From an optimization exercise on the open Yosys and OpenROAD flow, aimed at small area, a short achievable clock period and few clock cycles per item; shortcuts taken in it are not production practice.
Function was checked by simulation only, so behaviour that the tests miss may differ from the original.

==> 10-22: inputs <==
// ldg_chain
module ldg_chain (
    input  wire         clk,
    input  wire         rst,         
    input  wire         in_valid,
    output wire         in_ready,
    input  wire [1:0]   in_op,       
    input  wire [143:0] in_data,     
    output wire         out_valid,
    input  wire         out_ready,
    output wire [255:0] out_entry    
);
    localparam [1:0] OP_APPEND  = 2'd0;
    localparam [1:0] OP_WORN    = 2'd1;
    localparam [1:0] OP_GENESIS = 2'd2;
    localparam [31:0] IV0 = 32'h6a09e667, IV1 = 32'hbb67ae85, IV2 = 32'h3c6ef372,
                      IV3 = 32'ha54ff53a, IV4 = 32'h510e527f, IV5 = 32'h9b05688c,
                      IV6 = 32'h1f83d9ab, IV7 = 32'h5be0cd19;
    function [31:0] rotr(input [31:0] x, input integer n);
        rotr = (x >> n) | (x << (32 - n));
    endfunction
    function [31:0] add_bk(input [31:0] x, input [31:0] y);
        reg [31:0] gg, pp;
        integer k, s;
        begin
            gg = x & y;
            pp = x ^ y;
            for (s = 1; s < 32; s = s * 2)
                for (k = 2*s - 1; k < 32; k = k + 2*s) begin
                    gg[k] = gg[k] | (pp[k] & gg[k-s]);
                    pp[k] = pp[k] & pp[k-s];
                end
            for (s = 8; s >= 1; s = s / 2)
                for (k = 3*s - 1; k < 32; k = k + 2*s) begin
                    gg[k] = gg[k] | (pp[k] & gg[k-s]);
                    pp[k] = pp[k] & pp[k-s];
                end
            add_bk = (x ^ y) ^ {gg[30:0], 1'b0};
        end
    endfunction
    function [63:0] csa(input [31:0] x, input [31:0] y, input [31:0] z);
        csa = {x ^ y ^ z, ((x & y) | (x & z) | (y & z)) << 1};
    endfunction
    reg         busy;        
    reg         gmode;       
    reg         wmode;       
    reg         rmode;       
    reg         pq;          
    reg  [2:0]  qph;         
    reg         pz;          
    reg         rstd;        
    reg         acc;         
    reg         ovalid;      
    reg  [5:0]  rc;          
    reg         wsel;        
    reg  [11:0] seq;         
    reg  [31:0] a, b, c, d, e, f, g;
    reg  [31:0] hkw;         
    reg  [31:0] kreg;        
    reg  [31:0] p [0:7];     
    reg  [31:0] q [8:15];    
    wire amode = ~gmode & ~wmode & ~rmode;
  ...
clock: 10.0 ns
lec_check: 0
cap_margin: 10
core_margin: 2
core_utilization: 55
cts_buf_list: sky130_fd_sc_hd__clkbuf_16
cts_cluster_diameter: 80
cts_cluster_size: 20
place_density: 0.65
slew_margin: 10
setup_slack_margin: 5.45
standard.sh (not shown) runs the stock make flow with config.mk's settings and CLKGATE_MAP_FILE= SYNTH_SCRIPT=/design/flow/synth_recipe.tcl, a recipe that flattens the netlist after the stock synthesis.
==> flow/flow/run.sh <==
#!/bin/bash
# Own layout flow: the standard flow (standard.sh: unchanged synthesis and
# steps, the design's clock and constraints), with two changes to how the
# layout is made:
#  - the port buffers that global placement inserts on every input and output
#    are the smallest plain buffer (buf_1) instead of the one buffer_ports
#    picks by itself (clkdlybuf4s50_1, 2.7 times the area);
#  - the timing repair aims for more setup slack than config.mk may ask for
#    (SETUP_SLACK_MARGIN), so that it sizes the round logic for a shorter
#    period. The clock period and the SDC are not changed.
# make's full output goes to flow_make.log in the work folder; each ORFS step
# also writes its own log under orfs/logs/.
set -euo pipefail
export BUFFER_PORTS_ARGS="-buffer_cell sky130_fd_sc_hd__buf_1"
margin=$(cat flow/margin.txt)
if grep -q '^export SETUP_SLACK_MARGIN' config.mk; then
  sed -i "s/^export SETUP_SLACK_MARGIN.*/export SETUP_SLACK_MARGIN = $margin/" config.mk
else
  echo "export SETUP_SLACK_MARGIN = $margin" >> config.mk
fi
cp config.mk config_used.mk
bash standard.sh finish > flow_make.log 2>&1
test -f out/final.def
==> flow/flow/margin.txt <==
5.45
==> inputs of 08-05, as changes to 10-22 <==
--- a/flow/design.v
+++ b/flow/design.v
@@ -47,15 +47,14 @@
     reg         pq;          
     reg  [2:0]  qph;         
     reg         pz;          
     reg         rstd;        
     reg         acc;         
     reg         ovalid;      
     reg  [5:0]  rc;          
-    reg         wsel;        
     reg  [11:0] seq;         
     reg  [31:0] a, b, c, d, e, f, g;
     reg  [31:0] hkw;         
     reg  [31:0] kreg;        
     reg  [31:0] p [0:7];     
     reg  [31:0] q [8:15];    
     wire amode = ~gmode & ~wmode & ~rmode;
@@ -67,17 +66,15 @@
     wire idle  = free & in_valid & ofree;
     wire start_app  = idle & (in_op == OP_APPEND) & ~rstd & ~pq;
     wire start_gen  = idle & (in_op == OP_GENESIS);
     wire start_worn = idle & (in_op == OP_WORN) & ~pq;
     wire start_rest = free & pq & ofree & (qph == 3'd7) &
                       ~(in_valid & (in_op != OP_APPEND));
     wire start = start_app | start_gen | start_worn | start_rest;
-    wire [5:0] rc_nxt;
     wire run   = ~rst & (busy | start);
-    assign rc_nxt = start_gen ? 6'd8 : (run & ~last) ? rc + 6'd1 : 6'd1;
     wire take_acc = acc & in_valid;
     wire rot   = run & amode & (rc >= 6'd1) & (rc <= 6'd8);     
     wire shift = run & (gmode ? (rc >= 6'd16) : amode ? (rc >= 6'd15) : busy);
     wire fill  = busy & wmode & (rc >= 6'd10);
     assign in_ready  = (fin & ~rmode) | acc;
     assign out_valid = ovalid;
     assign out_entry = {4'd0, seq, p[0][15:0], p[1], p[2], p[3], p[4], p[5], p[6], p[7]};
@@ -754,15 +751,15 @@
     assign kn639 = ~kn184 & ~kn628;
     assign kn640 = ~kn166 & ~kn639;
     assign kn641 = kn623 & ~kn640;
     assign kn642 = kn638 & kn641;
     assign kz[0] = kn635 & kn642;
     wire [31:0] p0m = p[0] & {32{~pz}};
     wire [31:0] p1m = p[1] & {32{~pz}};
-    wire [31:0] wn  = wsel ? p1m : q[15];
+    wire [31:0] wn  = (rc <= 6'd7) ? p1m : q[15];
     wire [63:0] hc  = csa(g, kreg, wn);
     wire [31:0] hkw_n = hc[63:32] + hc[31:0];
     wire [31:0] ws0 = rotr(p[1], 7) ^ rotr(p[1], 18) ^ (p[1] >> 3);
     wire [31:0] ws1 = rotr(q[14], 17) ^ rotr(q[14], 19) ^ (q[14] >> 10);
     wire [63:0] wc1 = csa(ws1, q[9], ws0);
     wire [63:0] wc2 = csa(wc1[63:32], wc1[31:0], p[0]);
     wire [31:0] wnext = wc2[63:32] + wc2[31:0];
@@ -842,19 +839,17 @@
             wmode  <= 1'b0;
             rmode  <= 1'b0;
             pq     <= 1'b0;
             pz     <= 1'b1;
             acc    <= 1'b0;
             ovalid <= 1'b0;
             rc     <= 6'd1;
-            wsel   <= 1'b1;
             seq    <= 12'd0;
         end else begin
-            rc   <= rc_nxt;
-            wsel <= rc_nxt <= 6'd7;
+            rc   <= start_gen ? 6'd8 : (run & ~last) ? rc + 6'd1 : 6'd1;
             busy <= start | (busy & ~last);
             if (start) begin
                 gmode <= start_gen;
                 wmode <= start_worn;
                 rmode <= start_rest;
             end else if (last) begin
                 gmode <= 1'b0;
==> flow/flow/margin.txt (replaced) <==
5.15
==> flow/config.mk (replaced) <==
export PLATFORM = sky130hd
export DESIGN_NAME = ldg_chain
export DESIGN_NICKNAME = ldg_chain
export VERILOG_FILES = /design/flow/design.v
export SDC_FILE = /design/flow/constraint.sdc
export NUM_CORES = 4
export LEC_CHECK = 0
export CAP_MARGIN = 20
export CORE_MARGIN = 2
export CORE_UTILIZATION = 55
export CTS_BUF_LIST = sky130_fd_sc_hd__clkbuf_16
export CTS_CLUSTER_DIAMETER = 80
export CTS_CLUSTER_SIZE = 20
export PLACE_DENSITY = 0.65
export SLEW_MARGIN = 20
export SETUP_SLACK_MARGIN = 5.15
==> comparison <==
08-05 went through all stages and came out clean. 10-22 went through all stages and came out clean.
Between 10-22 and 08-05, the lower die area is in 10-22 (gap 0.52%, measured against 08-05).
Of 10-22 and 08-05, 10-22 has the higher clock skew (gap 0.0021 ns).
In 10-22 the non-clock buffer count is higher than in 08-05, by 108.
Sequential cell count: 08-05 is lower than 10-22 (1).
Testbench counts of 10-22, summed over its fixed seeds: cycles 24,720, items 384.
Testbench counts of 08-05, summed over its fixed seeds: cycles 24,720, items 384.

---

==> inputs of delta <==
Another version of the RTL of ldg_chain (not shown whole).
## ldg_chain
module ldg_chain (
    input  wire         clk,
    input  wire         rst,         
    input  wire         in_valid,
    output wire         in_ready,
    input  wire [1:0]   in_op,       
    input  wire [143:0] in_data,     
    output wire         out_valid,
    input  wire         out_ready,
    output wire [255:0] out_entry    
);
export LEC_CHECK = 0
export CAP_MARGIN = 20
export CORE_MARGIN = 2
export CORE_UTILIZATION = 55
export CTS_BUF_LIST = sky130_fd_sc_hd__clkbuf_16
export CTS_CLUSTER_DIAMETER = 80
export CTS_CLUSTER_SIZE = 20
export PLACE_DENSITY = 0.65
export SETUP_SLACK_MARGIN = 5
export SLEW_MARGIN = 20
create_clock -name core_clock -period 10.0 [get_ports {clk}]
==> flow/flow/margin.txt <==
5
Scripts as last shown in full above: flow/flow/run.sh
==> inputs of amber, as changes to delta <==
--- a/flow/design.v
+++ b/flow/design.v
@@ -40,34 +40,46 @@
     function [63:0] csa(input [31:0] x, input [31:0] y, input [31:0] z);
         csa = {x ^ y ^ z, ((x & y) | (x & z) | (y & z)) << 1};
     endfunction
     reg         busy;        
     reg         gmode;       
+    reg         wmode;       
+    reg         rmode;       
+    reg         pq;          
+    reg  [2:0]  qph;         
     reg         pz;          
+    reg         rstd;        
     reg         acc;         
     reg         ovalid;      
-    reg         worn;        
     reg  [5:0]  rc;          
     reg  [11:0] seq;         
     reg  [31:0] a, b, c, d, e, f, g;
     reg  [31:0] hkw;         
     reg  [31:0] kreg;        
     reg  [31:0] p [0:7];     
     reg  [31:0] q [8:15];    
-    wire fin   = busy & (gmode ? (rc == 6'd23) : (rc == 6'd0));
+    wire amode = ~gmode & ~wmode & ~rmode;
+    wire fin   = busy & (gmode ? (rc == 6'd23) : wmode ? (rc == 6'd17) :
+                         rmode ? (rc == 6'd9) : (rc == 6'd0));
     wire last  = fin & ~rst;
     wire ofree = ~ovalid | out_ready;
-    wire idle  = ~rst & ~busy & ~acc & in_valid & ofree;
-    wire start = idle & ((in_op == OP_APPEND) | (in_op == OP_GENESIS));
+    wire free  = ~rst & ~busy & ~acc;
+    wire idle  = free & in_valid & ofree;
+    wire start_app  = idle & (in_op == OP_APPEND) & ~rstd & ~pq;
+    wire start_gen  = idle & (in_op == OP_GENESIS);
+    wire start_worn = idle & (in_op == OP_WORN) & ~pq;
+    wire start_rest = free & pq & ofree & (qph == 3'd7) &
+                      ~(in_valid & (in_op != OP_APPEND));
+    wire start = start_app | start_gen | start_worn | start_rest;
     wire run   = ~rst & (busy | start);
     wire take_acc = acc & in_valid;
-    wire rot   = run & ~gmode & (rc >= 6'd1) & (rc <= 6'd8);    
-    wire shift = run & (gmode ? (rc >= 6'd16) : (rc >= 6'd15));  
-    assign in_ready  = fin | acc;
+    wire rot   = run & amode & (rc >= 6'd1) & (rc <= 6'd8);     
+    wire shift = run & (gmode ? (rc >= 6'd16) : amode ? (rc >= 6'd15) : busy);
+    wire fill  = busy & wmode & (rc >= 6'd10);
+    assign in_ready  = (fin & ~rmode) | acc;
     assign out_valid = ovalid;
-    assign out_entry = {4'd0, seq, {p[0][15:0], p[1], p[2], p[3], p[4], p[5], p[6], p[7]}
-                                   | {240{worn}}};
+    assign out_entry = {4'd0, seq, p[0][15:0], p[1], p[2], p[3], p[4], p[5], p[6], p[7]};
     wire [31:0] S1  = rotr(e, 6) ^ rotr(e, 11) ^ rotr(e, 25);
     wire [31:0] S0  = rotr(a, 2) ^ rotr(a, 13) ^ rotr(a, 22);
     wire [31:0] ch  = (e & f) ^ (~e & g);
     wire [31:0] mj  = (a & b) ^ (a & c) ^ (b & c);
     wire [63:0] t1c = csa(hkw, ch, S1);
@@ -739,11 +751,11 @@
     assign kn639 = ~kn184 & ~kn628;
     assign kn640 = ~kn166 & ~kn639;
     assign kn641 = kn623 & ~kn640;
     assign kn642 = kn638 & kn641;
     assign kz[0] = kn635 & kn642;
-    wire [31:0] p0m = p[0] & {32{~(pz | rst)}};
+    wire [31:0] p0m = p[0] & {32{~pz}};
     wire [31:0] p1m = p[1] & {32{~pz}};
     wire [31:0] wn  = (rc <= 6'd7) ? p1m : q[15];
     wire [63:0] hc  = csa(g, kreg, wn);
     wire [31:0] hkw_n = hc[63:32] + hc[31:0];
     wire [31:0] ws0 = rotr(p[1], 7) ^ rotr(p[1], 18) ^ (p[1] >> 3);
@@ -762,24 +774,32 @@
             3'd4:    dword = in_data[63:32];
             default: dword = in_data[31:0];
         endcase
     end
     wire dtail  = (rc >= 6'd7) & (rc <= 6'd11);
-    wire lateld = ~gmode & (rc >= 6'd57) & (rc <= 6'd61);
-    reg [31:0] tail;
+    wire lateld = amode & (rc >= 6'd57) & (rc <= 6'd61);
+    wire tp0 = busy & wmode & (rc <= 6'd9);                       
+    wire tq8 = (busy & ((wmode & (rc >= 6'd10)) | rmode)) | (~busy & pq);   
+    wire tk  = (rc >= 6'd7) & (rc <= 6'd14);
+    reg [31:0] tother;
     always @(*) begin
-        case (rc)
-            6'd12: tail = {~gmode, 31'd0};
-            6'd13: tail = 32'd0;
-            6'd14: tail = {23'd0, ~gmode, ~gmode, 1'b0, ~gmode, 5'd0};    
-            default: tail = dtail ? dword : wnext & {32{~gmode}};
+        if (tp0)
+            tother = p[0];
+        else if (tq8)
+            tother = q[8];
+        else case (rc)
+            6'd12: tother = {~gmode, 31'd0};
+            6'd13: tother = 32'd0;
+            6'd14: tother = {23'd0, ~gmode, ~gmode, 1'b0, ~gmode, 5'd0};    
+            default: tother = dtail ? dword : 32'd0;
         endcase
     end
-    wire last_app = last & ~gmode;
+    wire [31:0] tail = (~tp0 & ~tq8 & ~tk & ~gmode) ? wnext : tother;
+    wire last_app = last & amode;
     wire pmove = rot | shift | last_app;
-    wire [31:0] p7_in = rot ? p0m : lateld ? dword : q[8];
-    wire [31:0] p0_nxt = pmove ? p[1] : p0m;
+    wire [31:0] p7_in = rot ? p0m : lateld ? dword : fill ? 32'hffffffff : q[8];
+    wire [31:0] p0_nxt = busy ? p[1] : p0m;
     integer i;
     always @(posedge clk) begin
         if (pmove) begin
             for (i = 0; i < 4; i = i + 1)
                 p[i] <= p[i+1];
@@ -790,10 +810,11 @@
         end
         for (i = 8; i < 15; i = i + 1)
             q[i] <= q[i+1];
         q[15] <= tail;
         kreg <= (run & ~last) ? kz : 32'h71374491;    
+        rstd <= rst;
         if (run & ~last) begin
             a   <= a_n;
             b   <= a;
             c   <= b;
             d   <= c;
@@ -809,36 +830,46 @@
             e   <= IV4;
             f   <= IV5;
             g   <= IV6;
             hkw <= add_bk(IV7 + 32'h428a2f98, p0_nxt);
         end
+        qph <= (last & wmode) ? 3'd1 : qph + 3'd1;
         if (rst) begin
             busy   <= 1'b0;
             gmode  <= 1'b0;
+            wmode  <= 1'b0;
+            rmode  <= 1'b0;
+            pq     <= 1'b0;
             pz     <= 1'b1;
             acc    <= 1'b0;
             ovalid <= 1'b0;
-            worn   <= 1'b0;
             rc     <= 6'd1;
             seq    <= 12'd0;
         end else begin
-            rc   <= (start & in_op[1]) ? 6'd8 : (run & ~last) ? rc + 6'd1 : 6'd1;
+            rc   <= start_gen ? 6'd8 : (run & ~last) ? rc + 6'd1 : 6'd1;
             busy <= start | (busy & ~last);
-            if (start)
-                gmode <= in_op[1];
-            else if (last)
+            if (start) begin
+                gmode <= start_gen;
+                wmode <= start_worn;
+                rmode <= start_rest;
+            end else if (last) begin
                 gmode <= 1'b0;
-            if (last)
+                wmode <= 1'b0;
+                rmode <= 1'b0;
+            end
+            if (last & (amode | gmode))
                 pz <= 1'b0;
-            acc  <= idle & in_op[0];
-            if (last & ~gmode) begin
+            if (last & wmode)
+                pq <= 1'b1;
+            else if (last & (rmode | gmode))
+                pq <= 1'b0;
+            acc  <= idle & ((in_op == 2'd3) | ((in_op == OP_WORN) & pq));
+            if (last & (amode | wmode))
                 ovalid <= 1'b1;
-                worn   <= 1'b0;
-            end else if (take_acc & (in_op == OP_WORN)) begin
+            else if (take_acc & (in_op == OP_WORN))
                 ovalid <= 1'b1;
-                worn   <= 1'b1;
-            end else if (out_ready)
+            else if (out_ready)
                 ovalid <= 1'b0;
             if (last & gmode)
                 seq <= 12'd0;
             else if (ovalid & out_ready)
                 seq <= seq + 12'd1;
==> flow/flow/margin.txt (replaced) <==
5.5
--- a/flow/config.mk
+++ b/flow/config.mk
@@ -10,7 +10,7 @@
 export CORE_UTILIZATION = 55
 export CTS_BUF_LIST = sky130_fd_sc_hd__clkbuf_16
 export CTS_CLUSTER_DIAMETER = 80
 export CTS_CLUSTER_SIZE = 20
 export PLACE_DENSITY = 0.65
-export SETUP_SLACK_MARGIN = 5
 export SLEW_MARGIN = 20
+export SETUP_SLACK_MARGIN = 5.5
==> comparison table <==
item                                                                 delta      amber
Result of the run                         no timing/DRC/antenna violations  no timing/DRC/antenna violations
Share of post-route cells with drive strength above 1                12.9%      11.6%
Max Clock Freq                                                   0.194 GHz  0.211 GHz
All-Layer GR Usage                                                   38.9%      41.7%
Fraction of area in registers                                        38.0%      37.6%
Number of sinks driven by the clock tree                               824        830
Number of signal-net inverters in the final layout                     202        317
Setup slack after layout                                           4.84 ns    5.27 ns
Data buffer area share                                               4.85%      5.94%
Antenna violations before repair                                        10          7
Non-clock buffers                                                      515        557
Share of the clock period used by the worst path                     51.6%      47.3%
Cells after Synth                                                    4,574      4,482
Source of the worst register-to-register timing path                 e[12]       b[1]
Reg2Reg Capture Point                                             p[5][31]   p[7][30]
Number of cell instances on the worst register-to-register path         18         12
Sequential-to-total area share from yosys stat                       42.3%      43.0%
Via count of the first global-routing pass                          34,500     34,200
Xor/xnor cell area share of the yosys netlist                        8.01%      8.30%
Testbench counts of delta, summed over its fixed seeds: cycles 24,720, items 384.
Testbench counts of amber, summed over its fixed seeds: cycles 24,720, items 384.

-- separate check: timing with driven ports --
How much do the figures lean on ideal ports? The routed layouts below were timed once more, with nothing changed but the port constraints.
Step 1: set_driving_cell puts a clkbuf_16 on clk and a buf_2 on each other input, an assumption about the parent block.
Step 2 moves the port delays by t, midway between the first and last clock arrival at a register: inputs arrive t later, outputs are due t later. That takes back most of the time a late clock gives input paths.
Three values: ideal, step 1, step 2; two values: the first two.
| run | shift t [ns] | slack for setup (ns) | hold WS [ns] | worst data-port slew with drivers (ns) | cell pins on the clock port's net |
|---|---|---|---|---|---|
| 10-22 | 0.710 | 5.068 / 5.068 / 4.857 | 0.319 / 0.319 / 0.319 | 0.11 | 1 |
| 08-05 | 0.712 | 5.185 / 5.119 / 4.524 | 0.312 / 0.312 / 0.312 | 0.11 | 1 |
| delta | 0.718 | 4.838 / 4.851 / 4.133 | 0.274 / 0.274 / 0.274 | 0.08 | 1 |
| amber | 0.724 | 5.268 / 5.268 / 4.761 | 0.326 / 0.326 / 0.326 | 0.12 | 1 |
After both steps every run listed still meets setup and hold. The setup slack of delta, which loses most, moves by +0.013 ns with the drivers and by -0.705 ns with both steps.
